What follows belongs to an exercise in optimizing a design on an open flow for small area, a short achievable clock period and few clock cycles per item; a production flow would make more cautious choices.

Setup of run 1:
Design rail_comp, start of the top module:
module rail_comp (
    input  wire               clk,
    input  wire               rst,         
    input  wire signed [15:0] b0,
    input  wire signed [15:0] b1,
    input  wire signed [15:0] b2,
    input  wire signed [15:0] b3,
    input  wire signed [15:0] a1,
    input  wire signed [15:0] a2,
    input  wire signed [15:0] a3,
    input  wire        [9:0]  cl,
    input  wire               in_valid,
    output wire               in_ready,
    input  wire signed [12:0] in_e,
    input  wire               in_clr,      
    output reg                out_valid,
    output reg         [9:0]  out_code,
    output reg                out_inlim
);
    assign in_ready = 1'b1;
    wire [16:0] a1x = {a1, 1'b0};
    wire [7:0]  a1o, a1t, a1n;
    genvar g;
    generate
        for (g = 0; g < 8; g = g + 1) begin : g_a1
            assign a1o[g] = a1x[2*g+1] ^ a1x[2*g];
            assign a1t[g] = (a1x[2*g+2] & ~a1x[2*g+1] & ~a1x[2*g]) | (~a1x[2*g+2] & a1x[2*g+1] & a1x[2*g]);
            assign a1n[g] = a1x[2*g+2] & ~(a1x[2*g+1] & a1x[2*g]);
        end
    endgenerate
    reg [15:0] rb0, rb1, rb2, rb3, ra2, ra3;
    reg [7:0]  ka1o, ka1t, ka1n;    
    reg [9:0]  rcl;
    always @(posedge clk) begin
        rb0 <= b0; rb1 <= b1; rb2 <= b2; rb3 <= b3;
        ka1o <= a1o; ka1t <= a1t; ka1n <= a1n;
        ra2 <= a2; ra3 <= a3;
        rcl <= cl;
    end
    reg [12:0] e0, e1, e2, e3;
    reg [24:0] u1, u2, u3;
    reg        v0, c0;     
    reg        v1;         
    reg        pclr;       
    reg [41:0] xs, xc;     
    wire take = in_valid;
    wire clr  = in_clr | pclr;
    always @(posedge clk) begin
        if (take) begin
            e0 <= in_e;
            e1 <= clr ? 13'd0 : e0;
            e2 <= clr ? 13'd0 : e1;
            e3 <= clr ? 13'd0 : e2;
        end
    end
    wire [24:0] p2 = v1 ? u1 : u2;
    wire [24:0] p3 = v1 ? u2 : u3;
    wire pb0_o0 = (rb0[0] ^ 1'b0);
  ...
Size: ~5800 cells after synthesis, about 360 flip-flops, ~150 I/O pins, about 56000 um^2 of cells after synthesis.
Settings: LEC_CHECK=0, ABC_AREA=1, CAP_MARGIN=20, CORE_MARGIN=2, CORE_UTILIZATION=50, SLEW_MARGIN=20, SYNTH_HIERARCHICAL=1; clock period 40.0 ns.
standard.sh (not shown) runs the stock make flow with config.mk's settings and CLKGATE_MAP_FILE= SYNTH_SCRIPT=/design/flow/synth_recipe.tcl, a recipe that flattens the netlist after the stock synthesis.
==> flow/flow/run.sh <==
#!/bin/bash
# Standard layout, except that the port buffers that placement inserts are
# swapped for plain buffers (same pins, narrower) before clock-tree synthesis.
set -euo pipefail
R=orfs/results/${FLOW_PLATFORM}/rail_comp/base
bash standard.sh synth floorplan place > std_place.log 2>&1
openroad -no_init -exit flow/portbuf.tcl > portbuf.log 2>&1
bash standard.sh > std_finish.log 2>&1
==> flow/flow/portbuf.tcl <==
# Swap the port buffers of 3_place.odb for plain buffers of the same pins.
set res orfs/results/$::env(FLOW_PLATFORM)/rail_comp/base
read_db $res/3_place.odb
set db [ord::get_db]
set block [ord::get_db_block]
set ibuf [$db findMaster sky130_fd_sc_hd__buf_1]
set obuf [$db findMaster sky130_fd_sc_hd__buf_2]
set n 0
foreach inst [$block getInsts] {
  if {[[$inst getMaster] getName] ne "sky130_fd_sc_hd__clkdlybuf4s50_1"} { continue }
  set a [[$inst findITerm A] getNet]
  set x [[$inst findITerm X] getNet]
  if {$a ne "NULL" && [llength [$a getBTerms]] > 0} {
    $inst swapMaster $ibuf
    incr n
  } elseif {$x ne "NULL" && [llength [$x getBTerms]] > 0} {
    $inst swapMaster $obuf
    incr n
  }
}
puts "swapped $n port buffers"
write_db $res/3_place.odb
The flow did not stop early for run 1: all stages ran, and the layout cleared the timing, design-rule and antenna checks.
## Diff of input files: run 2 against run 1
Settings: SLEW_MARGIN changed from 20 to 60; CAP_MARGIN changed from 20 to 60.
==> flow/run.sh (new file) <==
#!/bin/bash
# synth_recipe.tcl (not shown) runs the flow's synth.tcl, then flattens the netlist and writes it again
# the make line also repeats each setting of config.mk as NAME=value (left out here)
make -C /OpenROAD-flow-scripts/flow DESIGN_CONFIG=/design/flow/config.mk WORK_HOME=/design/flow/orfs CLKGATE_MAP_FILE= SYNTH_SCRIPT=/design/flow/synth_recipe.tcl finish
removed: flow/flow/run.sh
removed: flow/flow/portbuf.tcl
removed: flow/standard.sh
==> run notes <==
Run 2 finished end to end and its layout was clean on timing, DRC and antenna.
Run 1 -> run 2: fraction of synthesis flops using an asynchronous set or reset pin delta 0, exact match
Re boundary pin count: no difference whatsoever between run 1 and run 2.
Between run 2 and run 1, the sequential cell area in the final layout figures differ only marginally.
Cell area | run 2 vs run 1 | run 2 larger
On worst setup slack, the lower figure sits with run 2, not run 1.
For cell count, run 2 and run 1 come out practically identical.
The slew at the pin closest to its max-slew limit of run 2 falls short of that of run 1 by 0.48 ns.
No functional check of the RTL was part of any run of this note.

==> port drivers added, routing unchanged <==
How much do the figures lean on ideal ports? The routed layouts below were timed once more, with nothing changed but the port constraints.
Step 1: set_driving_cell puts a clkbuf_16 on clk and a buf_2 on each other input, an assumption about the parent block.
Step 2 adds t to the input delays and takes it off the output delays; t is the mean of the earliest and latest rising clock arrival at the registers after step 1. Input paths then give back, and output paths get back, about the clock's delay inside the block.
Three values: ideal ports, drivers, drivers and shift; two values: the first two.
run	t, ns	setup slack, ns	latest minus earliest clock arrival (ns)
run 1	0.734	30.832 / 30.755 / 30.813	0.035 / 0.035
run 2	0.725	30.469 / 30.395 / 30.656	0.040 / 0.040
After both steps setup and hold are still met in every run listed. The setup slack of run 1, which loses most, moves by -0.077 ns with the drivers and by -0.019 ns with both steps.
